From an optimization exercise on the open Yosys and OpenROAD flow, aimed at small area, a short achievable clock period and few clock cycles per item; shortcuts taken in it are not production practice. At most, simulation tests tie the RTL to the original design; equivalence was not proved. The RTL of runs 1 to 5 was laid out without a check of its function.

==> flow/design.v <==
module kdf_sha256 (
    input  wire         clk,
    input  wire         rst,
    input  wire         in_valid,
    output wire         in_ready,
    input  wire         in_first,
    input  wire [511:0] in_block,
    output wire         out_valid,
    input  wire         out_ready,
    output wire [255:0] out_digest
);
    localparam [255:0] IV = {32'h6a09e667, 32'hbb67ae85, 32'h3c6ef372, 32'ha54ff53a,
                             32'h510e527f, 32'h9b05688c, 32'h1f83d9ab, 32'h5be0cd19};
    reg [6:0]  q;
    reg        pend;         
    reg        ovld;         
    reg        add_r, go_r, first_r, cur_first;
    reg [3:0]  rph;          
    reg        hen;          
    reg        sel_h;        
    reg        sel_iv;       
    reg        ld_iv;        
    reg [31:0] a, b, c, d, e, f, g, h;
    reg [31:0] H0, H1, H2, H3, H4, H5, H6, H7;
    reg [31:0] w [0:15];     
    reg [31:0] hkw;          
    reg [3:0]  wsel;         
    reg        feed;         
    wire rnd   = ~q[6];
    localparam [2047:0] KTAB = {
        32'h428a2f98, 32'hc67178f2, 32'hbef9a3f7, 32'ha4506ceb,
        32'h90befffa, 32'h8cc70208, 32'h84c87814, 32'h78a5636f,
        32'h748f82ee, 32'h682e6ff3, 32'h5b9cca4f, 32'h4ed8aa4a,
        32'h391c0cb3, 32'h34b0bcb5, 32'h2748774c, 32'h1e376c08,
        32'h19a4c116, 32'h106aa070, 32'hf40e3585, 32'hd6990624,
        32'hd192e819, 32'hc76c51a3, 32'hc24b8b70, 32'ha81a664b,
        32'ha2bfe8a1, 32'h92722c85, 32'h81c2c92e, 32'h766a0abb,
        32'h650a7354, 32'h53380d13, 32'h4d2c6dfc, 32'h2e1b2138,
        32'h27b70a85, 32'h14292967, 32'h06ca6351, 32'hd5a79147,
        32'hc6e00bf3, 32'hbf597fc7, 32'hb00327c8, 32'ha831c66d,
        32'h983e5152, 32'h76f988da, 32'h5cb0a9dc, 32'h4a7484aa,
        32'h2de92c6f, 32'h240ca1cc, 32'h0fc19dc6, 32'hefbe4786,
        32'he49b69c1, 32'hc19bf174, 32'h9bdc06a7, 32'h80deb1fe,
        32'h72be5d74, 32'h550c7dc3, 32'h243185be, 32'h12835b01,
        32'hd807aa98, 32'hab1c5ed5, 32'h923f82a4, 32'h59f111f1,
        32'h3956c25b, 32'he9b5dba5, 32'hb5c0fbcf, 32'h71374491};
    reg  [31:0] k_t;         
    wire [31:0] s1  = {e[5:0], e[31:6]} ^ {e[10:0], e[31:11]} ^ {e[24:0], e[31:25]};
    wire [31:0] ch  = (e & f) ^ (~e & g);
    wire [31:0] s0  = {a[1:0], a[31:2]} ^ {a[12:0], a[31:13]} ^ {a[21:0], a[31:22]};
    wire [31:0] maj = (a & b) ^ (a & c) ^ (b & c);
    wire [31:0] x_s = s1 ^ ch ^ hkw;
    wire [31:0] x_c = {((s1[30:0] & ch[30:0]) | (s1[30:0] & hkw[30:0]) | (ch[30:0] & hkw[30:0])), 1'b0};
    wire [31:0] e_s = x_s ^ x_c ^ d;
    wire [31:0] e_c = {((x_s[30:0] & x_c[30:0]) | (x_s[30:0] & d[30:0]) | (x_c[30:0] & d[30:0])), 1'b0};
    wire [31:0] e_rnd = e_s + e_c;
    wire [31:0] y_s = x_s ^ x_c ^ s0;
    wire [31:0] y_c = {((x_s[30:0] & x_c[30:0]) | (x_s[30:0] & s0[30:0]) | (x_c[30:0] & s0[30:0])), 1'b0};
    wire [31:0] z_s = y_s ^ y_c ^ maj;
    wire [31:0] z_c = {((y_s[30:0] & y_c[30:0]) | (y_s[30:0] & maj[30:0]) | (y_c[30:0] & maj[30:0])), 1'b0};
    wire [31:0] a_rnd = z_s + z_c;
    wire [31:0] w15 = w[15];
    wire [31:0] k_s = g ^ k_t ^ w15;
    wire [31:0] k_c = {((g[30:0] & k_t[30:0]) | (g[30:0] & w15[30:0]) | (k_t[30:0] & w15[30:0])), 1'b0};
    wire [31:0] iv_a = ({32{rph[0]}} & IV[159:128]) | ({32{rph[1]}} & IV[191:160]) |
                       ({32{rph[2]}} & IV[223:192]) | ({32{rph[3]}} & IV[255:224]);
    wire [31:0] iv_e = ({32{rph[0]}} & IV[31:0])    | ({32{rph[1]}} & IV[63:32]) |
                       ({32{rph[2]}} & IV[95:64])   | ({32{rph[3]}} & IV[127:96]);
    wire [31:0] ha   = ({32{sel_h}} & H3) | ({32{sel_iv}} & iv_a);
    wire [31:0] he   = ({32{sel_h}} & H7) | ({32{sel_iv}} & iv_e);
    wire [31:0] sum_a = d + ha;
    wire [31:0] sum_e = h + he;
    wire [31:0] a_ring = ld_iv ? iv_a : sum_a;
    wire [31:0] e_ring = ld_iv ? iv_e : sum_e;
    wire [31:0] w1  = w[1];
    wire [31:0] w14 = w[14];
    wire [31:0] ls0 = {w1[6:0], w1[31:7]} ^ {w1[17:0], w1[31:18]} ^ (w1 >> 3);
    wire [31:0] ls1 = {w14[16:0], w14[31:17]} ^ {w14[18:0], w14[31:19]} ^ (w14 >> 10);
    wire [31:0] w_new = ls1 + w[9] + ls0 + w[0];
    wire [31:0] w_in  = in_block[511 - 32*wsel -: 32];
    assign in_ready   = (q == 7'd13);
    assign out_valid  = ovld;
    assign out_digest = {H0, H1, H2, H3, H4, H5, H6, H7};
    integer i;
    always @(posedge clk) begin
        a <= rnd ? a_rnd : a_ring;
        b <= a; c <= b; d <= c;
        e <= rnd ? e_rnd : e_ring;
        f <= e; g <= f; h <= g;
        for (i = 0; i < 15; i = i + 1)
            w[i] <= w[i+1];
        w[15] <= feed ? w_in : w_new;
        hkw <= k_s + k_c;
        if (hen) begin
            H0 <= sum_a; H1 <= H0; H2 <= H1; H3 <= H2;
            H4 <= sum_e; H5 <= H4; H6 <= H5; H7 <= H6;
        end
    end
    wire enter_ring = (q == 7'd63) | ((q == 7'd127) & ~go_r);
    wire end_add    = (q == 7'd127) & add_r;
    wire pend_nx    = (q == 7'd63) | (pend & ~end_add);
    wire ovld_nx    = end_add | (ovld & ~out_ready);
    wire add_nx     = pend_nx & ~ovld_nx;
    wire go_nx      = in_valid & ~(pend_nx & ovld_nx);
    wire [6:0] q_nx = ((q == 7'd63) | enter_ring) ? 7'd124 : q + 7'd1;
    always @(posedge clk) begin
        wsel <= rst ? 4'd14 : q_nx[3:0] + 4'd2;
        feed <= rst | q_nx[6] | (q_nx < 7'd14);
        k_t  <= KTAB[32*q_nx[5:0] +: 32];
    end
    always @(posedge clk) begin
        if (rst) begin
            q      <= 7'd124;
            pend   <= 1'b0;
            ovld   <= 1'b0;
            add_r  <= 1'b0;
            go_r   <= 1'b0;
            rph    <= 4'b0001;
            hen    <= 1'b0;
            ld_iv  <= 1'b0;
        end else begin
            pend <= pend_nx;
            ovld <= ovld_nx;
            q <= q_nx;
            if (enter_ring) begin
                add_r   <= add_nx;
                go_r    <= go_nx;
                first_r <= in_first;
                rph     <= 4'b0001;
                hen     <= add_nx;
                sel_h   <= add_nx & ~cur_first;
                sel_iv  <= add_nx & cur_first;
                ld_iv   <= go_nx & in_first;
            end else begin
                rph <= {rph[2:0], 1'b0};
                if (q == 7'd127)
                    hen <= 1'b0;
            end
            if (q == 7'd127 && go_r)
                cur_first <= first_r;
        end
    end
endmodule
==> flow/run.sh <==
#!/bin/bash
# synth_recipe.tcl (not shown) runs the flow's synth.tcl, then flattens the netlist and writes it again
# the make line also repeats each setting of config.mk as NAME=value (left out here)
make -C /OpenROAD-flow-scripts/flow DESIGN_CONFIG=/design/flow/config.mk WORK_HOME=/design/flow/orfs CLKGATE_MAP_FILE= SYNTH_SCRIPT=/design/flow/synth_recipe.tcl finish
==> flow/config.mk <==
export PLATFORM = sky130hd
export DESIGN_NAME = kdf_sha256
export DESIGN_NICKNAME = kdf_sha256
export VERILOG_FILES = /design/flow/design.v
export SDC_FILE = /design/flow/constraint.sdc
export NUM_CORES = 4
export LEC_CHECK = 0
export CAP_MARGIN = 20
export CORE_MARGIN = 2
export CORE_UTILIZATION = 55
export SETUP_SLACK_MARGIN = 5
export SLEW_MARGIN = 30
==> flow/constraint.sdc <==
create_clock -name core_clock -period 10.0 [get_ports {clk}]
set_input_delay 2.0000 -clock core_clock [delete_from_list [all_inputs] [get_ports {clk}]]
set_output_delay 2.0000 -clock core_clock [all_outputs]
set_load 0.01 [all_outputs]
==> results of run 1 <==
## critical path, cell delays in order, from the launching register on
cell and delay [ps]:
dfxtp_4 410, xor2_1 190, xnor2_1 160, fa_1 530, xnor2_2 240, xor2_1 230, fa_1 450, ha_1 350
o21ai_0 420, a21oi_1 220, o211ai_1 260, o2111ai_2 260, o211ai_1 360, o211ai_1 130, o211ai_1 140, o21ai_1 120
xor2_1 160, o221a_2 260
## flip-flops by register name, indices dropped and copies added (netlist names), 3 cells and up
name	count
c	32
h	32
H4	32
H5	32
H7	32
H0	32
H1	32
a	32
e	32
H6	32
k_t	32
d	32
w	512
f	32
b	32
hkw	32
H3	32
H2	32
rph	4
wsel	3
g	32
q	7
## stage by stage
step | hold WS [ps] | instance area, µm² | worst slack, ps
floorplan | 310 | 50900 | 5220
global placement | 310 | 59900 | 4480
detailed placement | 312 | 59900 | 4510
CTS | 249 | 64100 | 5000
global route | 254 | 64700 | 4860
finish | 237 | 64700 | 4990
## path summary, 6_finish.rpt
path / to / start
worst max-delay path: a[29] / e[12]
worst min-delay path: w[4][1] / w[5][1]
worst max register to register: a[29] / e[12]
worst min register to register: w[4][1] / w[5][1]
## what timing repair did
action,CTS,global route
pin swaps,7,37
hold buffers,0,0
setup buffers,5,14
resized for setup,60,108
setup endpoints to repair,35,40
cloned,0,0
## logic make-up (layout without fill, tap and decap cells)
logic type / after synthesis / in the layout / synth area share
simple gates: 833 / 833 / 0.0737
buf+inv: 397 / 1259 / 0.0296
flops: 1113 / 1113 / 0.489
xor+xnor: 458 / 458 / 0.0789
compound gates: 1033 / 1033 / 0.132
mux: 198 / 198 / 0.0630
other cells: 0 / 30 / 0
fa+ha+maj: 438 / 438 / 0.134
## synthesized netlist by cell type (8+ instances only)
| cell type | instances |
|---|---|
| maj3_1 | 45 |
| clkbuf_1 | 154 |
| nand2_1 | 356 |
| a22oi_1 | 16 |
| and3_1 | 19 |
| o21ai_0 | 240 |
| a2111oi_0 | 8 |
| a21oi_1 | 248 |
| a21o_1 | 94 |
| a31oi_1 | 38 |
| mux4_2 | 96 |
| edfxtp_1 | 260 |
| nor2_1 | 206 |
| nor2b_1 | 15 |
| nand4_1 | 10 |
| nor3b_1 | 12 |
| nor4b_1 | 8 |
| xnor2_1 | 326 |
| xor2_1 | 132 |
| mux2i_1 | 87 |
| a221oi_1 | 27 |
| fa_1 | 191 |
| nor3_1 | 52 |
| o21bai_1 | 22 |
| or3_1 | 16 |
| mux2_2 | 15 |
| a211oi_1 | 44 |
| nand3_1 | 50 |
| buf_1 | 20 |
| dfxtp_1 | 853 |
| o21a_1 | 22 |
| inv_1 | 209 |
| o211ai_1 | 127 |
| nand2b_1 | 38 |
| o22ai_1 | 20 |
| o221ai_1 | 12 |
| a21boi_0 | 8 |
| and2_1 | 19 |
| buf_2 | 8 |
| ha_1 | 202 |
| o31ai_1 | 14 |
## layer usage
layer / track usage / up-vias / share of wire
met1: 0.550 / 19961 / 0.38
met3: 0.173 / 576 / 0.14
met4: 0.199 / 46 / 0.055
li1: - / 17449 / -
met5: 0.0238 / - / 0.0035
met2: 0.608 / 2765 / 0.42
## placed cells by master (no fill, tap or decap), types with 188 or more instances in the layout
| cell type | Yosys | final |
|---|---|---|
| dfxtp_1 | 853 | 809 |
| clkdlybuf4s50_1 | 0 | 774 |
| nand2_1 | 356 | 354 |
| xnor2_1 | 326 | 297 |
| edfxtp_1 | 260 | 260 |
| a21oi_1 | 248 | 244 |
| o21ai_0 | 240 | 227 |
| inv_1 | 209 | 208 |
| nor2_1 | 206 | 204 |
| ha_1 | 202 | 188 |
## final cells by class
type,instances,area [µm²]
tap,1186,1480
multi-input combinational,2960,25200
antenna,30,75.1
clock buffer,145,3020
sequential,1113,25000
timing repair buffer,846,8330
fill,6527,26900
inverter,213,800
clock inverter,55,815
==> run notes, run 1 <==
area of the mapped netlist=roughly 50000 µm²; Routed Antenna Nets=0; Clock Skew=between 90 and 100 ps; Final Util=0.706; Non-Filler Instances=~6500; TritonCTS Buffers=around 110; R2R depth=17; kind of critical path=reg -> reg; WL/cell=approximately 31 µm; DRT iter0 DRCs=6071; largest net degree at the start of global routing=roughly 170; max_cap viols=0; # DRC=0; final WL=205000 µm; maximum clock insertion buffer count=3; Final setup viols=0; CTS sink cnt=roughly 1100; Syn Inst Count=4470; share of post-route cells with drive strength above 1=0.102; Hold Path Cell Cnt=0; R2R Setup Slk=around 5000 ps; RSZ-0062 raised after global routing=true; I/O Pins=approximately 780; I/O Buffers=roughly 770; initial antenna violation count=56; Die W=308 µm; Die Area=roughly 95000 µm²; Startpoint Class=flip-flop; ys async rst share=0; Mean Syn Cell Area=11.4 µm²; Synth Flop Type=dfxtp_1; CTS tree=built; slew margin rel.=0.236; Final Cycle Share=0.501; Yosys warnings=2; CTS root buffer=clkbuf_16; measured slew at the worst slew-check pin=1110 ps; Seq cells post-synth=between 1000 and 1500; final max-slew violation count=0; DR vias=a little over 40000; routed vias/inst=roughly 6.2; Site Rows=~110; H-tree depth=3; Reg clk slew, reported paths=about 70 ps; Core Box Area=between 90000 and 100000 µm²; Synth area leader=dfxtp_1; Post-Place Cells=6299; share of the synthesized area in the top cell type=0.336; GPL Wtd Cong=around 1.2; GRT overflow=0; Starting Density=0.555; first-pass GRT wire length=approximately 280000 µm; Post-synth EDFFs=260; Hold Crit Class=reg -> reg; final hold vios=0; status=no timing/DRC/antenna violations; worst skew pair latency=760 ps; fmax=around 200 MHz; Total GRT Usage=0.422; synth top area cells=dfxtp_1 (34%), edfxtp_1 (15%), fa_1 (7.5%); Yosys cell types=90; Die Y=just over 300 µm; crit path max fanout=5; setup TNS=0 ps; drt first pass iters=9; Net Count, Synth=around 5400; CP required=roughly 11000 ps; vias in the first global route=approximately 39000; hpwl dp=162000 µm; critical path arrival=roughly 5600 ps; Area Overhead vs Synth=27.3%; Crit. End Element=flip-flop; post-synthesis sequential area ratio=0.489; Final #Nets=6149; Period minus WS final=~5000 ps
==> inputs of run 2 (changes only) <==
--- a/flow/config.mk
+++ b/flow/config.mk
@@ -8,5 +8,5 @@
 export CAP_MARGIN = 20
 export CORE_MARGIN = 2
-export CORE_UTILIZATION = 55
+export CORE_UTILIZATION = 40
 export SETUP_SLACK_MARGIN = 5
 export SLEW_MARGIN = 30
==> run notes, run 2 <==
status=no timing/DRC/antenna violations; Clock Skew=84.2 ps; area of the mapped netlist=around 51000 µm²; CTS tree=built; Area Overhead vs Synth=28.1%; Final Util=0.517; Total GRT Usage=0.322; slowest stage cell, crit path=fa_2; Cell Chain, Critical Path=xor2_2, xnor2_2, fa_2, xnor2_2, xor2_1, fa_1, ha_4, nand4_1, or2_1, or3b_4, a31oi_4, o21ai_4, a21oi_4, a221oi_4, a211o_1, a311o_1, a211o_1; Site Rows=130; Seq cells post-synth=about 1100; final instance area=approximately 65000 µm²; Hold Crit Class=reg -> reg; Die Area=about 130000 µm²; WL/cell=a little over 30 µm; CP required=10660 ps; slew margin rel.=0.216; max FFs per register=512; Final setup viols=0; GPL Wtd Cong=0.998; post-synthesis sequential area ratio=0.489; Reg clk slew, reported paths=70 ps; final max-slew violation count=0; FF-to-FF Start=e[20]; CTS sink cnt=1113; Post-synth EDFFs=260; Period minus WS final=around 5000 ps; Mean Syn Cell Area=between 10 and 15 µm²; share of the synthesized area in the top cell type=0.336; largest net degree at the start of global routing=approximately 100; ys async rst share=0; CTS root buffer=clkbuf_16; critical path arrival=5750 ps; Routed Antenna Nets=0; Most flops, register=w; maximum clock insertion buffer count=3; kind of critical path=reg -> reg; I/O Buffers=slightly below 800; GRT overflow=0; Net Count, Synth=approximately 5400; commonest cells in the synthesized netlist=dfxtp_1 (853), nand2_1 (356), xnor2_1 (326); Final #Nets=between 6000 and 7000; DR vias=slightly below 40000; fmax=196 MHz; Synth Flop Type=dfxtp_1; Buf+Inv Stages, Crit Path=0; measured slew at the worst slew-check pin=1160 ps; TritonCTS Buffers=around 110; Synth area leader=dfxtp_1; vias in the first global route=between 30000 and 40000; DRT iter0 DRCs=4232; Placement Cell Area=approximately 61000 µm²; hold wc startpoint=w[3][18]; Yosys cell types=90; Yosys warnings=2; hpwl dp=about 170000 µm; Die Y=roughly 360 µm; RSZ-0062 raised after global routing=true; Core Box Area=approximately 130000 µm²; Startpoint Class=flip-flop; Final Cycle Share=0.509; crit path from=e[20]; most common cell in the netlist=dfxtp_1; H-tree depth=3; Die W=around 360 µm; max_cap viols=0; Max stage delay on crit path=around 520 ps; crit path max fanout=9; initial antenna violation count=43; family with the most delay on the worst path=compound AO/OA/AOI/OAI gates; I/O Pins=between 700 and 800; final hold vios=0; share of post-route cells with drive strength above 1=0.0947; # DRC=0; first-pass GRT wire length=a little under 300000 µm; drt first pass iters=6; most common cell after layout, fill and taps aside=dfxtp_1; worst skew pair latency=770 ps; synth top area cells=dfxtp_1 (34%), edfxtp_1 (15%), fa_1 (7.5%); routed vias/inst=around 5.6; Starting Density=0.404; setup TNS=0 ps; Syn Inst Count=between 4000 and 5000; final WL=about 210000 µm; commonest cells after routing, fill and taps aside=dfxtp_1 (822), clkdlybuf4s50_1 (774), nand2_1 (356), xnor2_1 (309), edfxtp_1 (260); Crit. End Element=flip-flop
-- run 2: cell types whose count changed in the layout (fill, tap and decap cells not counted), sizes merged --
| cell | delta |
|---|---|
| bufinv | -3 |
| clkinvlp | -3 |
| diode | -16 |
| inv | -1 |
| clkinv | +3 |
| buf | +2 |
| clkbuf | +12 |
-- run 2: per-layer routing --
metal | up-vias | GRT usage | wire length (µm)
li1 | 17451 | - | -
met1 | 19579 | 0.478 | 98100
met2 | 1854 | 0.475 | 92100
met3 | 279 | 0.0540 | 16600
met4 | 22 | 0.105 | 7420
met5 | - | 0 | 157
-- run 2: worst paths after layout --
| check | slack (ps) | cells after the start | to |
|---|---|---|---|
| hold / removal | 260 | 0 | w[2][18] |
| hold reg to reg | 260 | 0 | w[2][18] |
| setup reg to reg | 4910 | 17 | a[30] |
| setup / recovery | 4910 | 17 | a[30] |
-- run 2: cell families after synthesis --
logic type / Yosys count / synth area share
buf+inv: 397 / 0.0296
fa+ha+maj: 438 / 0.134
flops: 1113 / 0.489
compound gates: 1033 / 0.132
simple gates: 833 / 0.0737
mux: 198 / 0.0630
xor+xnor: 458 / 0.0789
-- run 2: metrics by stage --
step	cells	setup slack, ps	hold slack, ps
3_5_place_dp	6773	4290	312
5_1_grt	6998	4780	270
4_1_cts	6989	4860	242
6_report	7006	4910	257
2_1_floorplan	4470	5220	310
3_3_place_gp	6773	3910	310
-- run 2: area by class of cell --
| cell class | count | area, µm² |
|---|---|---|
| antenna | 14 | 35.0 |
| clock buffer | 157 | 3270 |
| sequential | 1113 | 24900 |
| inverter | 213 | 800 |
| fill | 11226 | 60700 |
| clock inverter | 51 | 721 |
| multi-input combinational | 2960 | 25000 |
| tap | 1650 | 2060 |
| timing repair buffer | 848 | 8320 |
-- run 2: what timing repair did --
item / CTS / global route
buffers inserted: 8 / 3
endpoints found under the hold margin: 0 / 0
hold buffers: 0 / 0
pin swaps: 13 / 22
resized for setup: 57 / 55
setup endpoints to repair: 29 / 37
-- run 2: worst register-to-register path, stage by stage (launching register included) --
cell and delay [ps]:
dfxtp_2 360, xor2_2 200, xnor2_2 230, fa_2 520, xnor2_2 230, xor2_1 210
fa_1 500, ha_4 360, nand4_1 170, or2_1 290, or3b_4 430, a31oi_4 260
o21ai_4 110, a21oi_4 250, a221oi_4 110, a211o_1 290, a311o_1 310, a211o_1 220
==> inputs of run 3 (changes only) <==
==> flow/flow/run.sh (new file) <==
#!/bin/bash
# The standard layout (the standard.sh, which runs ORFS from synthesis to the
# final layout), with the I/O port buffers that global placement inserts made
# sky130_fd_sc_hd__buf_1 instead of the buffer ORFS picks by itself
# (clkdlybuf4s50_1, 2.7x the area).  Every port still gets its buffer.
set -euo pipefail
export BUFFER_PORTS_ARGS="-buffer_cell sky130_fd_sc_hd__buf_1"
bash standard.sh > standard.log 2>&1
==> flow/standard.sh (new file) <==
#!/bin/bash
# synth_recipe.tcl (not shown) runs the flow's synth.tcl, then flattens the netlist and writes it again
# the make line also repeats each setting of config.mk as NAME=value (left out here)
make -C /OpenROAD-flow-scripts/flow DESIGN_CONFIG=/design/flow/config.mk WORK_HOME=/design/flow/orfs CLKGATE_MAP_FILE= SYNTH_SCRIPT=/design/flow/synth_recipe.tcl "${@:-finish}"
removed: flow/run.sh
==> run notes, run 3 <==
status=no timing/DRC/antenna violations; crit path max fanout=5; vias in the first global route=about 37000; Hold Slack=between 200 and 300 ps; Hold Crit Class=reg -> reg; Net Count, Synth=around 5400; Startpoint Class=flip-flop; GRT overflow=0; share of post-route cells with drive strength above 1=0.0980; Yosys cell types=90; register area=between 20000 and 25000 µm²; max FFs per register=roughly 510; area of the mapped netlist=50900 µm²; hpwl dp=about 170000 µm; ys async rst share=0; post-synthesis sequential area ratio=0.489; share of the synthesized area in the top cell type=0.336; Worst Hold Endpoint=w[10][30]; max_cap viols=0; Syn Inst Count=around 4500; Post-synth EDFFs=260; Yosys warnings=2; Die Y=about 360 µm; Period minus WS final=slightly above 5000 ps; area of the multi-input gates=between 20000 and 30000 µm²; final WL=208000 µm; Hold Path Cell Cnt=0; Reg clk slew, reported paths=60 ps; critical path arrival=5760 ps; largest net degree at the start of global routing=80; Starting Density=0.404; Non-Filler Instances=about 7000; hold wc startpoint=w[11][30]; Final #Nets=6165; H-tree depth=3; Most flops, register=w; Synth Flop Type=dfxtp_1; final hold vios=0; Seq cells post-synth=~1100; CTS root buffer=clkbuf_16; measured slew at the worst slew-check pin=around 1100 ps; I/O Pins=just under 800; Total GRT Usage=0.311; Site Rows=between 100 and 150; Placement Cell Area=about 56000 µm²; Synth area leader=dfxtp_1; commonest cells in the synthesized netlist=dfxtp_1 (853), nand2_1 (356), xnor2_1 (326); TritonCTS Buffers=110; WL/cell=29.7 µm; FF-to-FF Start=e[20]; synth top area cells=dfxtp_1 (34%), edfxtp_1 (15%), fa_1 (7.5%); fill count=11686; # DRC=0; final max-slew violation count=0; Die Area=130000 µm²; fmax=194 MHz; worst skew pair latency=730 ps; initial antenna violation count=41; CTS tree=built; worst flop-to-flop path endpoint=a[30]; slew margin rel.=0.268; Core Box Area=about 130000 µm²; maximum clock insertion buffer count=3; most common cell in the netlist=dfxtp_1; Final Cycle Share=0.516; Crit. End Element=flip-flop; # hold bufs at CTS=0; commonest cells after routing, fill and taps aside=dfxtp_1 (819), buf_1 (774), nand2_1 (355), xnor2_1 (300), edfxtp_1 (260); drt first pass iters=6; setup TNS=0 ps; DRT iter0 DRCs=between 4000 and 5000; Die W=361 µm; Final Util=0.480; routed vias/inst=between 5 and 6; DR vias=slightly below 40000; most common cell after layout, fill and taps aside=dfxtp_1; Clock Skew=about 57 ps; Area Overhead vs Synth=18.7%; CTS sink cnt=between 1000 and 1500; kind of critical path=reg -> reg; Final setup viols=0; RSZ-0062 raised after global routing=true; final instance area=a little over 60000 µm²; I/O Buffers=between 700 and 800; R2R depth=17; GPL Wtd Cong=about 1.0; Post-Place Cells=a little under 7000; R2R Setup Slk=just under 5000 ps; CP required=between 10000 and 15000 ps; first-pass GRT wire length=about 290000 µm; Routed Antenna Nets=0; Mean Syn Cell Area=approximately 11 µm²
-- run 3: stage by stage --
stage	setup slack (ps)
after floorplan	5220
after global placement	4440
after detailed placement	4490
after CTS	4790
after global routing	4790
final	4840
-- run 3: cell type report --
cell class,instances,share of cell area
multi-input cells,2960,0.417
flip-flops and latches,1113,0.414
repair buffers,857,0.0589
clock buffers,168,0.0540
well taps,1650,0.0342
inverters,213,0.0132
clock inverters,35,0.00819
diodes,12,0.000497
-- run 3: kinds of logic after synthesis --
logic type | Yosys count | share of synthesized area
buf+inv | 397 | 0.0296
simple gates | 833 | 0.0737
fa+ha+maj | 438 | 0.134
xor+xnor | 458 | 0.0789
flops | 1113 | 0.489
compound gates | 1033 | 0.132
mux | 198 | 0.0630
-- run 3: routing by layer --
layer	vias to the layer above	track usage	part of all wire
li1	17462	-	-
met1	19663	0.465	0.45
met2	1836	0.462	0.43
met3	278	0.0471	0.080
met4	10	0.0955	0.033
met5	-	0	0.00033
-- run 3: worst max-delay path: stages (launching register included) --
cell and delay (ps):
dfxtp_2 410, xor2_1 210, xnor2_1 170, fa_1 510
xnor2_1 300, xor2_1 240, fa_1 450, ha_1 380
nand3_1 90, nor3_1 290, or3b_4 450, a31oi_4 250
o21ai_4 100, a21oi_4 250, a221oi_4 110, a211o_1 330
a311o_1 320, a211o_1 220
-- run 3: worst max path at each step --
stage	start	end	slack, ps	cells past startpoint
after global routing	e[11]	a[30]	4790	17
after CTS	e[5]	a[30]	4790	17
final	e[20]	a[30]	4840	17
after floorplan	e[15]	a[30]	5220	16
after detailed placement	e[15]	a[30]	4490	15
after global placement	e[15]	a[30]	4440	15
-- run 3: repair_timing --
item | in CTS | in global routing
gates resized for setup | 49 | 108
pin swaps | 6 | 45
endpoints found under the setup margin | 22 | 39
setup buffers | 4 | 18
==> inputs of run 4 (changes only) <==
--- a/flow/design.v
+++ b/flow/design.v
@@ -50,13 +50,15 @@
     wire [31:0] s0  = {a[1:0], a[31:2]} ^ {a[12:0], a[31:13]} ^ {a[21:0], a[31:22]};
     wire [31:0] maj = (a & b) ^ (a & c) ^ (b & c);
-    wire [31:0] x_s = s1 ^ ch ^ hkw;
-    wire [31:0] x_c = {((s1[30:0] & ch[30:0]) | (s1[30:0] & hkw[30:0]) | (ch[30:0] & hkw[30:0])), 1'b0};
-    wire [31:0] e_s = x_s ^ x_c ^ d;
-    wire [31:0] e_c = {((x_s[30:0] & x_c[30:0]) | (x_s[30:0] & d[30:0]) | (x_c[30:0] & d[30:0])), 1'b0};
+    wire [31:0] u_s = hkw ^ ch ^ d;
+    wire [31:0] u_c = {((hkw[30:0] & ch[30:0]) | (hkw[30:0] & d[30:0]) | (ch[30:0] & d[30:0])), 1'b0};
+    wire [31:0] e_s = u_s ^ u_c ^ s1;
+    wire [31:0] e_c = {((u_s[30:0] & u_c[30:0]) | (u_s[30:0] & s1[30:0]) | (u_c[30:0] & s1[30:0])), 1'b0};
     wire [31:0] e_rnd = e_s + e_c;
-    wire [31:0] y_s = x_s ^ x_c ^ s0;
-    wire [31:0] y_c = {((x_s[30:0] & x_c[30:0]) | (x_s[30:0] & s0[30:0]) | (x_c[30:0] & s0[30:0])), 1'b0};
-    wire [31:0] z_s = y_s ^ y_c ^ maj;
-    wire [31:0] z_c = {((y_s[30:0] & y_c[30:0]) | (y_s[30:0] & maj[30:0]) | (y_c[30:0] & maj[30:0])), 1'b0};
+    wire [31:0] v_s = hkw ^ ch ^ maj;
+    wire [31:0] v_c = {((hkw[30:0] & ch[30:0]) | (hkw[30:0] & maj[30:0]) | (ch[30:0] & maj[30:0])), 1'b0};
+    wire [31:0] y_s = v_s ^ v_c ^ s1;
+    wire [31:0] y_c = {((v_s[30:0] & v_c[30:0]) | (v_s[30:0] & s1[30:0]) | (v_c[30:0] & s1[30:0])), 1'b0};
+    wire [31:0] z_s = y_s ^ y_c ^ s0;
+    wire [31:0] z_c = {((y_s[30:0] & y_c[30:0]) | (y_s[30:0] & s0[30:0]) | (y_c[30:0] & s0[30:0])), 1'b0};
     wire [31:0] a_rnd = z_s + z_c;
     wire [31:0] w15 = w[15];
@@ -77,5 +79,11 @@
     wire [31:0] ls0 = {w1[6:0], w1[31:7]} ^ {w1[17:0], w1[31:18]} ^ (w1 >> 3);
     wire [31:0] ls1 = {w14[16:0], w14[31:17]} ^ {w14[18:0], w14[31:19]} ^ (w14 >> 10);
-    wire [31:0] w_new = ls1 + w[9] + ls0 + w[0];
+    wire [31:0] w9  = w[9];
+    wire [31:0] w0  = w[0];
+    wire [31:0] m_s = w9 ^ w0 ^ ls0;
+    wire [31:0] m_c = {((w9[30:0] & w0[30:0]) | (w9[30:0] & ls0[30:0]) | (w0[30:0] & ls0[30:0])), 1'b0};
+    wire [31:0] n_s = m_s ^ m_c ^ ls1;
+    wire [31:0] n_c = {((m_s[30:0] & m_c[30:0]) | (m_s[30:0] & ls1[30:0]) | (m_c[30:0] & ls1[30:0])), 1'b0};
+    wire [31:0] w_new = n_s + n_c;
     wire [31:0] w_in  = in_block[511 - 32*wsel -: 32];
     assign in_ready   = (q == 7'd13);
--- a/flow/config.mk
+++ b/flow/config.mk
@@ -9,4 +9,5 @@
 export CORE_MARGIN = 2
 export CORE_UTILIZATION = 40
+export CTS_BUF_LIST = sky130_fd_sc_hd__clkbuf_4 sky130_fd_sc_hd__clkbuf_8
 export SETUP_SLACK_MARGIN = 5
 export SLEW_MARGIN = 30
==> run notes, run 4 <==
WL met1=90000 µm; initial antenna violation count=27; Seq cells post-synth=approximately 1100; Reg clk slew, reported paths=about 60 ps; hpwl dp=roughly 160000 µm; DRT iter0 DRCs=4402; worst flop-to-flop path endpoint=e[30]; # hold bufs at CTS=0; Syn Inst Count=roughly 4500; Die Area=around 130000 µm²; highest routed layer=met5; R2R depth=14; GRT overflow=0; post-synthesis sequential area ratio=0.482; final hold vios=0; Starting Density=0.404; Synth area leader=dfxtp_1; maximum clock insertion buffer count=3; fmax=roughly 200 MHz; Crit. End Element=flip-flop; Die Y=between 300 and 400 µm; measured slew at the worst slew-check pin=1140 ps; Most flops, register=w; WL/cell=between 20 and 30 µm; Core Box Area=roughly 130000 µm²; Non-Filler Instances=a little over 7000; Hold Crit Class=reg -> reg; ys async rst share=0; Total GRT Usage=0.300; Routed Antenna Nets=0; Final Cycle Share=0.509; Synth Flop Type=dfxtp_1; commonest cells after routing, fill and taps aside=dfxtp_1 (836), buf_1 (774), nand2_1 (348), xnor2_1 (333), inv_1 (263); final WL=a little over 200000 µm; setup TNS=0 ps; TritonCTS Buffers=between 150 and 200; GPL Wtd Cong=between 1 and 1.5; routed vias/inst=between 5 and 6; CTS tree=built; kind of critical path=reg -> reg; wire length on met2=84800 µm; Clock Skew=between 80 and 90 ps; final max-slew violation count=0; Post-synth EDFFs=260; critical path arrival=a little under 6000 ps; worst skew pair latency=a little over 900 ps; Final #Nets=about 6300; Yosys warnings=2; WL met3=20300 µm; share of the synthesized area in the top cell type=0.331; CTS sink cnt=between 1000 and 1500; vias in the first global route=~38000; Yosys cell types=84; Worst Hold Endpoint=w[1][31]; Period minus WS final=5090 ps; CP required=around 11000 ps; Site Rows=131; largest net degree at the start of global routing=101; Post-Place Cells=around 6800; share of post-route cells with drive strength above 1=0.109; R2R Setup Slk=~4900 ps; Die W=363 µm; I/O Pins=around 780; first-pass GRT wire length=around 280000 µm; FF-to-FF Start=sel_iv; Net Count, Synth=~5500; area of the mapped netlist=roughly 52000 µm²; commonest cells in the synthesized netlist=dfxtp_1 (853), nand2_1 (350), xnor2_1 (338); most common cell in the netlist=dfxtp_1; # DRC=0; Hold Path Cell Cnt=0; RSZ-0062 raised after global routing=true; CTS root buffer=clkbuf_8; most common cell after layout, fill and taps aside=dfxtp_1; hold wc startpoint=w[2][31]; Final setup viols=0; max FFs per register=512; I/O Buffers=between 700 and 800; Startpoint Class=flip-flop; synth top area cells=dfxtp_1 (33%), edfxtp_1 (15%), fa_1 (9.7%); Mean Syn Cell Area=11.4 µm²; max_cap viols=0; drt first pass iters=6; Area Overhead vs Synth=18.0%; slew margin rel.=0.242; crit path max fanout=7; status=no timing/DRC/antenna violations; H-tree depth=4; DR vias=39941
## run 4: cell types whose count changed after synthesis, sizes merged, moves of 28 or more
cell,previous run,this run
inv,211,265
o211ai,127,78
maj3,45,1
o21ai,246,282
fa,191,250
a21o,94,122
xor2,132,90
## run 4: worst max-delay path: stages (launching register included)
cell and delay, ps:
edfxtp_1 560, nand2_1 640, and3_2 630, nand2_1 110, ha_1 330, nor2b_1 310, o31ai_2 130, a31o_2 300
nor4_1 640, nor4_1 160, buf_4 220, o311ai_1 330, o211ai_1 170, xnor2_1 170, a211o_1 260
## run 4: worst max path at each step
stage | from | endpoint | slack, ps | depth (start not counted)
5_1_grt | sel_iv | H0[30] | 4810 | 15
3_5_place_dp | q[0] | w[15][3] | 3970 | 9
2_1_floorplan | e[1] | a[29] | 5500 | 18
6_report | sel_iv | e[30] | 4910 | 14
3_3_place_gp | q[0] | w[15][3] | 3960 | 9
4_1_cts | q[0] | w[15][10] | 5020 | 9
## run 4: metal layers
layer / vias to the layer above / global-route usage
met5: - / 0
met4: 16 / 0.108
met3: 327 / 0.0839
met2: 2089 / 0.424
met1: 19865 / 0.436
li1: 17644 / -
## run 4: area by class of cell
type	instances	area, µm²
antenna	12	30.0
clock buffer	268	3360
clock inverter	61	737
fill	11973	67000
inverter	267	1000
multi-input combinational	2944	25300
sequential	1113	24900
tap	1662	2080
timing repair buffer	839	3470
## run 4: logic make-up after synthesis
logic type,after synthesis,share of synthesized area
flip-flops,1113,0.482
AND/OR/NAND/NOR,790,0.0689
AO/OA/AOI/OAI,1080,0.135
adder cells (fa/ha/maj),453,0.146
multiplexers,193,0.0615
buffers and inverters,461,0.0338
XOR/XNOR,428,0.0727
## run 4: repair_timing
item | CTS | global route
cloned | 0 | 0
pin swaps | 2 | 7
resized for setup | 24 | 35
setup buffers | 4 | 4
hold endpoints to repair | 0 | 0
setup endpoints to repair | 65 | 25
## run 4: per-stage QoR
step	area [µm²]	setup WS (ps)	hold WS (ps)	utilization
2_1_floorplan	51600	5500	310	-
3_3_place_gp	56400	3960	310	0.441
3_5_place_dp	56400	3970	312	0.441
4_1_cts	60600	5020	279	0.474
5_1_grt	60900	4810	285	0.476
6_report	60900	4910	287	0.476
==> inputs of run 5 (changes only) <==
--- a/flow/flow/run.sh
+++ b/flow/flow/run.sh
@@ -6,3 +6,3 @@
 set -euo pipefail
 export BUFFER_PORTS_ARGS="-buffer_cell sky130_fd_sc_hd__buf_1"
-bash standard.sh > standard.log 2>&1
+bash standard.sh SETUP_SLACK_MARGIN=6 finish > standard.log 2>&1
--- a/flow/config.mk
+++ b/flow/config.mk
@@ -9,5 +9,4 @@
 export CORE_MARGIN = 2
 export CORE_UTILIZATION = 40
-export CTS_BUF_LIST = sky130_fd_sc_hd__clkbuf_4 sky130_fd_sc_hd__clkbuf_8
 export SETUP_SLACK_MARGIN = 5
 export SLEW_MARGIN = 30
==> run notes, run 5 <==
Clock Skew=~83 ps; TritonCTS Buffers=between 100 and 150; Synth Flop Type=dfxtp_1; maximum clock insertion buffer count=3; Cell Chain, Critical Path=mux2i_4, fa_1, fa_1, inv_2, fa_1, ha_4, and4_4, nand4_1, a21o_1, a31o_4, a31oi_4, a31oi_4, o21ai_2, xnor2_1, a21oi_1; # DRC=0; I/O Buffers=~770; most common cell after layout, fill and taps aside=buf_1; max FFs per register=512; RSZ-0062 raised after global routing=true; area of the mapped netlist=between 50000 and 60000 µm²; Net Count, Synth=about 5500; worst skew pair latency=roughly 750 ps; ys async rst share=0; Crit path top cell by count=fa_1; Max stage delay on crit path=~540 ps; largest net degree at the start of global routing=slightly above 100; Reg clk slew, reported paths=70 ps; final WL=just over 200000 µm; DRT iter0 DRCs=4221; Seq cells post-synth=1113; final hold vios=0; kind of critical path=reg -> reg; setup TNS=0 ps; crit path max fanout=5; drt first pass iters=6; measured slew at the worst slew-check pin=between 1000 and 1500 ps; family with the most delay on the worst path=adder cells; post-synthesis sequential area ratio=0.482; synth top area cells=dfxtp_1 (33%), edfxtp_1 (15%), fa_1 (9.7%); Starting Density=0.404; Most flops, register=w; share of post-route cells with drive strength above 1=0.166; first-pass GRT wire length=around 280000 µm; Routed Antenna Nets=0; Total GRT Usage=0.296; Final setup viols=0; Area Overhead vs Synth=23.9%; Period minus WS final=4490 ps; Buf+Inv Stages, Crit Path=1; GRT overflow=0; Core Box Area=between 100000 and 150000 µm²; Synth area leader=dfxtp_1; setup ws final=about 5500 ps; Die Area=between 100000 and 150000 µm²; fmax=roughly 220 MHz; WL/cell=~28 µm; Syn Inst Count=around 4500; CP required=roughly 11000 ps; critical path arrival=roughly 5100 ps; Die W=~360 µm; Die Y=363 µm; Yosys warnings=2; max_cap viols=0; CTS root buffer=clkbuf_16; I/O Pins=a little under 800; pre-CTS setup slack=approximately 4700 ps; H-tree depth=3; Site Rows=around 130; CTS tree=built; GPL Wtd Cong=between 1 and 1.5; vias in the first global route=38335; commonest cells after routing, fill and taps aside=buf_1 (774), dfxtp_1 (755), nand2_1 (338), xnor2_1 (300), edfxtp_1 (260); Final #Nets=6354; Crit. End Element=flip-flop; Hold Slack=about 250 ps; Final Cycle Share=0.449; final max-slew violation count=0; # hold bufs at CTS=0; status=no timing/DRC/antenna violations; slew margin rel.=0.255; Post-synth EDFFs=260; hpwl dp=157000 µm; Startpoint Class=flip-flop; share of the synthesized area in the top cell type=0.331; slowest stage cell, crit path=fa_1; DR vias=40157; routed vias/inst=between 5 and 6; commonest cells in the synthesized netlist=dfxtp_1 (853), nand2_1 (350), xnor2_1 (338); most common cell in the netlist=dfxtp_1; Mean Syn Cell Area=roughly 11 µm²; CTS sink cnt=~1100; Hold Crit Class=reg -> reg; Yosys cell types=between 80 and 90; initial antenna violation count=36
-- run 5: cell types whose count changed in the layout (fill, tap and decap cells not counted), sizes merged --
cell,delta
buf,+108
inv,-8
clkbuf,-123
diode,+3
bufinv,+4
clkinv,-1
clkinvlp,+7
-- run 5: repair_timing --
item	4_1_cts	5_1_grt
setup endpoints to repair	160	113
gates resized for setup	295	278
pin swaps	119	150
cloned	0	1
setup buffers	58	60
-- run 5: cells by family after synthesis --
group / Yosys count / synth area share
AOI/OAI and AO/OA: 1080 / 0.135
adders and majority gates: 453 / 0.146
buffers and inverters: 461 / 0.0338
xor gates and xnor gates: 428 / 0.0727
DFF: 1113 / 0.482
muxes: 193 / 0.0615
and+or+nand+nor: 790 / 0.0689
-- run 5: worst paths after layout --
| check | start | endpoint | slack (ps) | cells after the start |
|---|---|---|---|---|
| min | w[13][17] | w[12][17] | 250 | 0 |
| min reg2reg | w[13][17] | w[12][17] | 250 | 0 |
| max | e[10] | a[30] | 5510 | 15 |
| max reg2reg | e[10] | a[30] | 5510 | 15 |
-- run 5: metal layers --
metal	up-vias	wire length (µm)	track usage
met5	-	204	0
met4	30	7270	0.0955
met3	330	20800	0.0925
met2	2023	85800	0.425
met1	20068	88200	0.422
li1	17706	-	-
-- run 5: worst reg2reg max path: cells and delay by family, from the launching register on --
family / cells / cell delay, ps
buf+inv: 1 / 40
compound gates: 6 / 1190
xor+xnor: 1 / 140
simple gates: 2 / 450
flops: 1 / 380
mux: 1 / 280
fa+ha+maj: 4 / 1850
-- run 5: final cells by class --
cell class / count / area, µm²
fillers: 11561 / 63900
multi-input cells: 2944 / 27200
flip-flops and latches: 1113 / 25100
repair buffers: 949 / 4450
clock buffers: 143 / 3150
well taps: 1662 / 2080
inverters: 267 / 1010
clock inverters: 63 / 845
diodes: 15 / 37.5
-- run 5: metrics by stage --
stage	instance area [µm²]	std cells	utilization
global route	63900	7148	0.500
CTS	62200	7080	0.487
global placement	56600	6815	0.442
finish	63900	7156	0.500
detailed placement	56600	6816	0.443
floorplan	51800	4518	-
==> inputs of run 6 (changes only) <==
--- a/flow/design.v
+++ b/flow/design.v
@@ -25,5 +25,5 @@
     reg [31:0] w [0:15];     
     reg [31:0] hkw;          
-    reg [3:0]  wsel;         
+    reg [15:0] wsel;         
     reg        feed;         
     wire rnd   = ~q[6];
@@ -46,4 +46,23 @@
         32'h3956c25b, 32'he9b5dba5, 32'hb5c0fbcf, 32'h71374491};
     reg  [31:0] k_t;         
+    function [31:0] add_bk(input [31:0] x, input [31:0] y);
+        reg [31:0] gg, pp;
+        integer i, k;
+        begin
+            gg = x & y;
+            pp = x ^ y;
+            for (k = 1; k < 32; k = k * 2)
+                for (i = 2*k - 1; i < 32; i = i + 2*k) begin
+                    gg[i] = gg[i] | (pp[i] & gg[i-k]);
+                    pp[i] = pp[i] & pp[i-k];
+                end
+            for (k = 8; k >= 1; k = k / 2)
+                for (i = 3*k - 1; i < 32; i = i + 2*k) begin
+                    gg[i] = gg[i] | (pp[i] & gg[i-k]);
+                    pp[i] = pp[i] & pp[i-k];
+                end
+            add_bk = (x ^ y) ^ {gg[30:0], 1'b0};
+        end
+    endfunction
     wire [31:0] s1  = {e[5:0], e[31:6]} ^ {e[10:0], e[31:11]} ^ {e[24:0], e[31:25]};
     wire [31:0] ch  = (e & f) ^ (~e & g);
@@ -71,6 +90,6 @@
     wire [31:0] ha   = ({32{sel_h}} & H3) | ({32{sel_iv}} & iv_a);
     wire [31:0] he   = ({32{sel_h}} & H7) | ({32{sel_iv}} & iv_e);
-    wire [31:0] sum_a = d + ha;
-    wire [31:0] sum_e = h + he;
+    wire [31:0] sum_a = add_bk(d, ha);
+    wire [31:0] sum_e = add_bk(h, he);
     wire [31:0] a_ring = ld_iv ? iv_a : sum_a;
     wire [31:0] e_ring = ld_iv ? iv_e : sum_e;
@@ -86,5 +105,11 @@
     wire [31:0] n_c = {((m_s[30:0] & m_c[30:0]) | (m_s[30:0] & ls1[30:0]) | (m_c[30:0] & ls1[30:0])), 1'b0};
     wire [31:0] w_new = n_s + n_c;
-    wire [31:0] w_in  = in_block[511 - 32*wsel -: 32];
+    reg  [31:0] w_in;
+    integer j;
+    always @(*) begin
+        w_in = 32'd0;
+        for (j = 0; j < 16; j = j + 1)
+            w_in = w_in | ({32{wsel[j]}} & in_block[511 - 32*j -: 32]);
+    end
     assign in_ready   = (q == 7'd13);
     assign out_valid  = ovld;
@@ -99,5 +124,5 @@
             w[i] <= w[i+1];
         w[15] <= feed ? w_in : w_new;
-        hkw <= k_s + k_c;
+        hkw <= add_bk(k_s, k_c);
         if (hen) begin
             H0 <= sum_a; H1 <= H0; H2 <= H1; H3 <= H2;
@@ -113,5 +138,5 @@
     wire [6:0] q_nx = ((q == 7'd63) | enter_ring) ? 7'd124 : q + 7'd1;
     always @(posedge clk) begin
-        wsel <= rst ? 4'd14 : q_nx[3:0] + 4'd2;
+        wsel <= rst ? 16'h4000 : 16'd1 << (q_nx[3:0] + 4'd2);
         feed <= rst | q_nx[6] | (q_nx < 7'd14);
         k_t  <= KTAB[32*q_nx[5:0] +: 32];
--- a/flow/flow/run.sh
+++ b/flow/flow/run.sh
@@ -6,3 +6,3 @@
 set -euo pipefail
 export BUFFER_PORTS_ARGS="-buffer_cell sky130_fd_sc_hd__buf_1"
-bash standard.sh SETUP_SLACK_MARGIN=6 finish > standard.log 2>&1
+bash standard.sh SETUP_SLACK_MARGIN=6.5 finish > standard.log 2>&1
==> run notes, run 6 <==
CP required=approximately 11000 ps; Site Rows=~130; DR vias=40425; commonest cells in the synthesized netlist=dfxtp_1 (866), nand2_1 (302), xnor2_1 (299); multiplexer share of the synthesized area=0.00867; Post-Synth Adder-Cell Area=0.169; fmax=220 MHz; Reg clk slew, reported paths=60 ps; Synth area leader=dfxtp_1; first-pass GRT wire length=a little under 300000 µm; share of the synthesized area in the top cell type=0.346; Final #Nets=6349; Core Box Area=124000 µm²; GRT overflow=0; vias in the first global route=~38000; measured slew at the worst slew-check pin=about 1100 ps; final instance area=approximately 64000 µm²; I/O Pins=between 700 and 800; maximum clock insertion buffer count=3; synth top area cells=dfxtp_1 (35%), edfxtp_1 (16%), fa_1 (12%); WL/cell=30.9 µm; Worst Hold Endpoint=w[14][16]; share of post-route cells with drive strength above 1=0.178; Hold Crit Class=reg -> reg; Period minus WS final=roughly 4600 ps; hold wc startpoint=w[15][16]; ys async rst share=0; H-tree depth=3; routed vias/inst=approximately 5.7; Hold Path Cell Cnt=0; crit path max fanout=3; Mean Syn Cell Area=11.4 µm²; Post-synth EDFFs=260; DRT iter0 DRCs=slightly below 5000; Seq cells post-synth=around 1100; Final setup viols=0; TritonCTS Buffers=approximately 110; Simple-Gate Fraction of Synth Area=0.0659; Net Count, Synth=between 5000 and 6000; Area Overhead vs Synth=27.1%; area of the mapped netlist=about 50000 µm²; commonest cells after routing, fill and taps aside=buf_1 (772), dfxtp_1 (739), nand2_1 (283), inv_1 (273), fa_1 (264); Syn Inst Count=4393; Die W=358 µm; Crit. End Element=flip-flop; most common cell in the netlist=dfxtp_1; Final Cycle Share=0.455; worst flop-to-flop path endpoint=a[27]; drt first pass iters=7; FF-to-FF Start=e[1]; Total GRT Usage=0.332; R2R depth=19; Clock Skew=approximately 120 ps; RSZ-0062 raised after global routing=true; slew margin rel.=0.241; CTS root buffer=clkbuf_16; Synth Area in Compound Gates=0.150; max FFs per register=512; Starting Density=0.404; # hold bufs at CTS=0; kind of critical path=reg -> reg; Die Area=between 100000 and 150000 µm²; setup TNS=0 ps; largest net degree at the start of global routing=just under 90; max_cap viols=0; most common cell after layout, fill and taps aside=buf_1; post-synthesis sequential area ratio=0.502; initial antenna violation count=between 40 and 50; CTS tree=built; Routed Antenna Nets=0; Synth Flop Type=dfxtp_1; largest family of logic cells by synthesized area=adder cells; critical path arrival=slightly above 5000 ps; final max-slew violation count=0; hpwl dp=roughly 170000 µm; worst skew pair latency=between 700 and 800 ps; Die Y=roughly 360 µm; R2R Setup Slk=around 5400 ps; Startpoint Class=flip-flop; # DRC=0; final hold vios=0; Post-Synth XOR/XNOR Area=0.0689; Yosys cell types=slightly below 70; Yosys warnings=2; GPL Wtd Cong=approximately 1.0; CTS sink cnt=between 1000 and 1500; status=no timing/DRC/antenna violations; I/O Buffers=roughly 770; final WL=approximately 220000 µm; Placement Cell Area=between 50000 and 60000 µm²; Most flops, register=w
[run 6: changes by cell type in the layout (fill, tap and decap cells not counted), moves of 33 or more]
cell | previous run | this run
a22oi_1 | 41 | 158
mux4_2 | 96 | 1
nand2_1 | 338 | 283
a21oi_1 | 206 | 158
xnor2_1 | 300 | 255
buf_4 | 138 | 178
o21ai_0 | 209 | 175
dfxtp_2 | 42 | 75
[run 6: what timing repair did]
item                       in CTS  in global routing
pin swaps                     134                115
setup buffers                 118                 51
setup endpoints to repair     193                135
cloned                          2                  2
gates resized for setup       469                180
[run 6: stage by stage]
stage               setup WS, ps  hold slack (ps)   util  std cells
global placement            4660              310  0.447       6681
finish                      5450              277  0.514       7088
detailed placement          4530              312  0.447       6681
CTS                         5490              273  0.503       7015
floorplan                   5750              309      -       4393
global route                5310              275  0.513       7082
[run 6: area by class of cell]
class / count / area, µm²
Fill cell: 11185 / 60300
Multi-Input combinational cell: 2789 / 25900
Sequential cell: 1126 / 25400
Timing Repair Buffer: 1011 / 5090
Clock buffer: 153 / 3180
Tap cell: 1637 / 2050
Inverter: 293 / 1110
Clock inverter: 61 / 811
Antenna cell: 18 / 45.0
[run 6: routing by layer]
layer / vias to the layer above / GRT usage / wire length [µm]
li1: 17361 / - / -
met1: 20389 / 0.483 / 95300
met2: 2312 / 0.469 / 92400
met3: 343 / 0.0990 / 24300
met4: 20 / 0.107 / 7140
met5: - / 0 / 138
[run 6: logic make-up (layout without fill, tap and decap cells)]
family / after synthesis / count (layout)
flip-flops: 1126 / 1126
AO/OA/AOI/OAI: 1120 / 1120
AND/OR/NAND/NOR: 733 / 733
adder cells (fa/ha/maj): 499 / 499
buffers and inverters: 479 / 1518
XOR/XNOR: 394 / 395
multiplexers: 42 / 42
other: 0 / 18
[run 6: worst max-delay path by stage]
stage / from / end / slack (ps)
after CTS: w[1][8] / w[15][31] / 5490
after detailed placement: rph[2] / e[31] / 4530
after floorplan: e[1] / a[31] / 5750
final: e[1] / a[27] / 5450
after global placement: rph[2] / e[31] / 4660
after global routing: e[1] / a[31] / 5310
[run 6: critical path: stages (launching register included)]
cell,delay (ps)
dfxtp_4,360
mux2i_4,260
fa_1,470
fa_1,520
inv_1,50
fa_1,490
ha_2,190
inv_2,40
fa_2,330
nand2b_4,160
a211oi_4,240
o21ai_2,120
a21oi_4,260
buf_4,160
buf_6,100
a21oi_1,110
o21ai_2,210
a21oi_1,110
xor2_1,160
mux2i_1,90
Testbench counts of run 6, summed over its fixed seeds: cycles 52,296, items 768.
==> inputs of run 7 (changes only) <==
--- a/flow/flow/run.sh
+++ b/flow/flow/run.sh
@@ -6,3 +6,3 @@
 set -euo pipefail
 export BUFFER_PORTS_ARGS="-buffer_cell sky130_fd_sc_hd__buf_1"
-bash standard.sh SETUP_SLACK_MARGIN=6.5 finish > standard.log 2>&1
+bash standard.sh SETUP_SLACK_MARGIN=7 finish > standard.log 2>&1
==> run notes, run 7 <==
RSZ-0062 raised after global routing=true; R2R Setup Slk=5370 ps; CTS root buffer=clkbuf_16; Startpoint Class=flip-flop; Net Count, Synth=5408; synth top area cells=dfxtp_1 (35%), edfxtp_1 (16%), fa_1 (12%); Post-Place Cells=6681; area of the multi-input gates=~27000 µm²; # DRC=0; Core Box Area=approximately 120000 µm²; CTS tree=built; Seq cells post-synth=between 1000 and 1500; Final Cycle Share=0.463; Routed Antenna Nets=0; setup TNS=0 ps; met2 Use GR=0.479; GRT overflow=0; met1 Use GR=0.479; pre-CTS setup slack=roughly 4800 ps; Reg clk slew, reported paths=~60 ps; fill count=around 11000; slew margin rel.=0.236; final WL=225000 µm; worst flop-to-flop path endpoint=a[31]; CTS sink cnt=about 1100; commonest cells after routing, fill and taps aside=dfxtp_1 (735), buf_1 (568), buf_4 (322), inv_1 (270), edfxtp_1 (260); Yosys warnings=2; WL/cell=30.9 µm; most common cell after layout, fill and taps aside=dfxtp_1; Most flops, register=w; final hold vios=0; Syn Inst Count=between 4000 and 5000; Crit. End Element=flip-flop; Die W=approximately 360 µm; GPL Wtd Cong=roughly 1; Die Area=roughly 130000 µm²; Synth area leader=dfxtp_1; Starting Density=0.404; Hold Slack=about 280 ps; TritonCTS Buffers=113; hold wc startpoint=w[15][14]; Area Overhead vs Synth=33.6%; slowest stage cell, crit path=fa_1; Total GRT Usage=0.336; I/O Buffers=around 770; Non-Filler Instances=7275; H-tree depth=3; measured slew at the worst slew-check pin=~1100 ps; kind of critical path=reg -> reg; worst skew pair latency=780 ps; Clock Skew=between 100 and 150 ps; Die Y=358 µm; area of the mapped netlist=50100 µm²; met3 GRT Util=0.107; ys async rst share=0; R2R depth=17; Synth Flop Type=dfxtp_1; Cell Chain, Critical Path=mux2i_4, fa_1, fa_1, inv_1, fa_1, ha_2, inv_2, fa_2, nand2b_4, a211oi_4, o21ai_2, a21oi_4, nand3b_1, a31o_4, a221oi_4, nor2_2, a211oi_2; share of post-route cells with drive strength above 1=0.274; Period minus WS final=4630 ps; DR vias=41363; first-pass GRT wire length=about 300000 µm; drt first pass iters=6; Hold Crit Class=reg -> reg; status=no timing/DRC/antenna violations; most used routing layer=met2; Max stage delay on crit path=520 ps; initial antenna violation count=39; largest net degree at the start of global routing=148; Crit path top cell by count=fa_1; setup ws final=around 5400 ps; crit path max fanout=3; maximum clock insertion buffer count=3; I/O Pins=slightly below 800; fmax=216 MHz; share of the synthesized area in the top cell type=0.346; critical path arrival=5320 ps; post-synthesis sequential area ratio=0.502; CP required=roughly 11000 ps; Yosys cell types=69; max FFs per register=around 510; Worst Hold Endpoint=w[14][14]; commonest cells in the synthesized netlist=dfxtp_1 (866), nand2_1 (302), xnor2_1 (299); Site Rows=around 130; Final setup viols=0; max_cap viols=0; Final #Nets=~6500; final max-slew violation count=0; hpwl dp=between 150000 and 200000 µm; FF-to-FF Start=e[1]; most common cell in the netlist=dfxtp_1; routed vias/inst=approximately 5.7; DRT iter0 DRCs=4636; final instance area=about 67000 µm²; Final Util=0.539; Post-synth EDFFs=260; Hold Path Cell Cnt=0; register area=25500 µm²; vias in the first global route=39383; Mean Syn Cell Area=between 10 and 15 µm²; # hold bufs at CTS=0; Placement Cell Area=55800 µm²
-- run 7: cell count changes in the layout (fill, tap and decap cells not counted), moves of 23 or more --
cell      before  now
o21ai_0      175  144
nand2_1      283  258
ha_4          42   65
buf_2          2   30
ha_1         144  120
buf_4        178  322
clkbuf_2       1  159
buf_1        772  568
buf_6         40   85
-- run 7: logic make-up after synthesis --
group                    share of synthesized area
flip-flops                                   0.502
AO/OA/AOI/OAI                                0.150
AND/OR/NAND/NOR                             0.0659
adder cells (fa/ha/maj)                      0.169
buffers and inverters                       0.0360
XOR/XNOR                                    0.0689
multiplexers                               0.00867
-- run 7: worst max-delay path by stage --
stage	start	endpoint	slack [ps]	cells past startpoint
detailed placement	rph[1]	e[31]	4780	18
finish	e[1]	a[31]	5370	17
CTS	e[1]	a[31]	5470	17
global route	b[1]	a[31]	5260	18
floorplan	e[1]	a[31]	5750	18
global placement	rph[3]	e[31]	4870	18
-- run 7: area by class of cell --
type                    count  area share
multi-input cells        2789       0.406
flip-flops and latches   1126       0.381
repair buffers           1200       0.109
clock buffers             145      0.0464
well taps                1637      0.0306
inverters                 293      0.0168
clock inverters            69      0.0105
diodes                     16    0.000599
-- run 7: worst max-delay path: cells and delay by family (launching register included) --
family	cells	cell delay (ps)
adder cells (fa/ha/maj)	5	1990
AO/OA/AOI/OAI	6	1470
AND/OR/NAND/NOR	3	380
flip-flops	1	360
multiplexers	1	270
buffers and inverters	2	90
-- run 7: repair_timing --
| item | CTS | global route |
|---|---|---|
| setup endpoints to repair | 469 | 444 |
| pin swaps | 206 | 213 |
| gates resized for setup | 588 | 541 |
| setup buffers | 208 | 146 |
| gates cloned | 8 | 1 |
-- run 7: per-layer routing --
layer  vias up  part of all wire
li1      17753                 -
met4        30             0.041
met1     20776              0.43
met5         -            0.0023
met3       497              0.11
met2      2307              0.42
==> inputs of run 8 (changes only) <==
--- a/flow/flow/run.sh
+++ b/flow/flow/run.sh
@@ -6,3 +6,3 @@
 set -euo pipefail
 export BUFFER_PORTS_ARGS="-buffer_cell sky130_fd_sc_hd__buf_1"
-bash standard.sh SETUP_SLACK_MARGIN=7 finish > standard.log 2>&1
+bash standard.sh SETUP_SLACK_MARGIN=6 finish > standard.log 2>&1
==> run notes, run 8 <==
DR vias=approximately 40000; Final setup viols=0; kind of critical path=reg -> reg; # hold bufs at CTS=0; largest net degree at the start of global routing=about 160; synth top area cells=dfxtp_1 (35%), edfxtp_1 (16%), fa_1 (12%); Die W=about 360 µm; WL/cell=just over 30 µm; crit path max fanout=4; setup TNS=0 ps; Yosys cell types=69; Most flops, register=w; setup ws final=around 5400 ps; Crit. End Element=flip-flop; R2R Setup Slk=5440 ps; status=no timing/DRC/antenna violations; Worst Setup EP=w[15][31]; commonest cells in the synthesized netlist=dfxtp_1 (866), nand2_1 (302), xnor2_1 (299); post-synthesis sequential area ratio=0.502; Seq cells post-synth=~1100; Reg clk slew, reported paths=about 70 ps; Site Rows=between 100 and 150; drt first pass iters=8; hpwl dp=~170000 µm; max FFs per register=between 500 and 600; I/O Buffers=between 700 and 800; most common cell after layout, fill and taps aside=buf_1; RSZ-0062 raised after global routing=true; CTS root buffer=clkbuf_16; GPL Wtd Cong=between 1 and 1.5; Routed Antenna Nets=0; # DRC=0; Starting Density=0.404; max_cap viols=0; DRT iter0 DRCs=4943; CTS tree=built; vias in the first global route=37834; TritonCTS Buffers=about 110; Net Count, Synth=5408; routed vias/inst=between 5 and 6; share of the synthesized area in the top cell type=0.346; GRT overflow=0; Synth Flop Type=dfxtp_1; Synth area leader=dfxtp_1; commonest cells after routing, fill and taps aside=buf_1 (773), dfxtp_1 (749), nand2_1 (287), fa_1 (278), inv_1 (277); measured slew at the worst slew-check pin=around 1100 ps; R2R depth=14; initial antenna violation count=42; final hold vios=0; Syn Inst Count=4393; Yosys warnings=2; first-pass GRT wire length=292000 µm; final WL=216000 µm; maximum clock insertion buffer count=3; worst skew pair latency=750 ps; Mean Syn Cell Area=11.4 µm²; slew margin rel.=0.250; H-tree depth=3; CTS sink cnt=about 1100; Clock Skew=56.6 ps; worst flop-to-flop path endpoint=w[15][31]; pre-CTS setup slack=~4300 ps; most common cell in the netlist=dfxtp_1; Die Area=128000 µm²; Period minus WS final=~4600 ps; Final #Nets=roughly 6300; final max-slew violation count=0; area of the mapped netlist=50100 µm²; critical path arrival=roughly 5000 ps; I/O Pins=775; Total GRT Usage=0.326; Post-synth EDFFs=260; Startpoint Class=flip-flop; Core Box Area=124000 µm²; crit path from=w[1][10]; ys async rst share=0; Die Y=approximately 360 µm; Area Overhead vs Synth=25.3%; FF-to-FF Start=w[1][10]; fmax=between 200 and 250 MHz; share of post-route cells with drive strength above 1=0.158; Final Cycle Share=0.456; CP required=~11000 ps; Hold Crit Class=reg -> reg
==> run 8: kinds of logic (layout without fill, tap and decap cells) <==
family / after synthesis / in the layout / share of synthesized area
buffers and inverters: 479 / 1485 / 0.0360
adder cells (fa/ha/maj): 499 / 499 / 0.169
other: 0 / 12 / 0
multiplexers: 42 / 42 / 0.00867
XOR/XNOR: 394 / 394 / 0.0689
flip-flops: 1126 / 1126 / 0.502
AO/OA/AOI/OAI: 1120 / 1120 / 0.150
AND/OR/NAND/NOR: 733 / 733 / 0.0659
==> run 8: layout make-up <==
class / instances / area [µm²]
fillers: 11181 / 61200
flip-flops and latches: 1126 / 25400
multi-input cells: 2788 / 25400
repair buffers: 977 / 4680
clock buffers: 139 / 3140
well taps: 1637 / 2050
inverters: 293 / 1110
clock inverters: 76 / 893
diodes: 12 / 30.0
==> run 8: critical path: stages (launching register included) <==
cell      delay, ps
dfxtp_4         430
xnor2_4         140
xnor2_2         140
fa_1            470
fa_1            590
ha_4            230
nor2b_2         150
o31a_1          320
o2111a_1        280
a211o_1         320
o31a_1          280
a221o_1         390
a221oi_2        350
xnor2_2         210
a21oi_1         100
==> run 8: how the worst min path moves through the flow <==
stage | start | cells past startpoint | to | slack (ps)
6_report | w[12][20] | 0 | w[11][20] | 310
5_1_grt | w[12][20] | 0 | w[11][20] | 300
4_1_cts | w[12][20] | 0 | w[11][20] | 300
3_5_place_dp | w[11][18] | 0 | w[10][18] | 310
3_3_place_gp | w[7][10] | 0 | w[6][10] | 310
2_1_floorplan | w[2][4] | 0 | w[1][4] | 310
==> run 8: stage by stage <==
step	hold WS [ps]	area [µm²]	utilization	instances
4_1_cts	296	61200	0.494	6977
5_1_grt	302	62700	0.506	7043
2_1_floorplan	310	50200	-	4393
6_report	309	62700	0.506	7048
3_5_place_dp	312	55100	0.445	6687
3_3_place_gp	310	55100	0.445	6686
==> run 8: metal layers <==
metal,global-route usage,up-vias,wire (µm)
li1,-,17284,-
met5,0,-,204
met2,0.464,2303,90500
met3,0.104,421,24400
met1,0.471,20195,93200
met4,0.0983,30,7940
==> run 8: what timing repair did <==
action,4_1_cts,5_1_grt
gates cloned,1,1
setup endpoints to repair,142,98
resized for setup,377,235
pin swaps,112,133
setup buffers,74,58

==> what the ideal ports hide <==
The flow's constraints put no driver on any port. The routed layouts listed below were extracted and timed again, unchanged, in two steps. Step 1 sets driving cells, clkbuf_16 on the clock port and buf_2 on the other inputs (assumed; they add their load-dependent delay and slew). Step 2 adds t to the input delays and takes it off the output delays; t is the mean of the earliest and latest rising clock arrival at the registers after step 1. Input paths then give back, and output paths get back, about the clock's delay inside the block. a / b / c = ideal ports / drivers / drivers and shift; a / b = the first two.
run	shift t [ns]	setup slack, ns	worst data-port slew with drivers (ns)
run 1	0.787	4.992 / 4.992 / 4.992	0.34
run 2	0.810	4.907 / 4.907 / 4.907	0.32
run 3	0.776	4.844 / 4.844 / 4.844	0.37
run 4	0.968	4.910 / 4.910 / 4.910	0.26
run 5	0.786	5.506 / 5.506 / 5.506	0.24
run 6	0.800	5.447 / 5.447 / 5.447	0.26
run 7	0.798	5.368 / 5.368 / 5.368	0.27
run 8	0.799	5.439 / 5.439 / 5.439	0.30
After both steps every run listed still meets setup and hold.
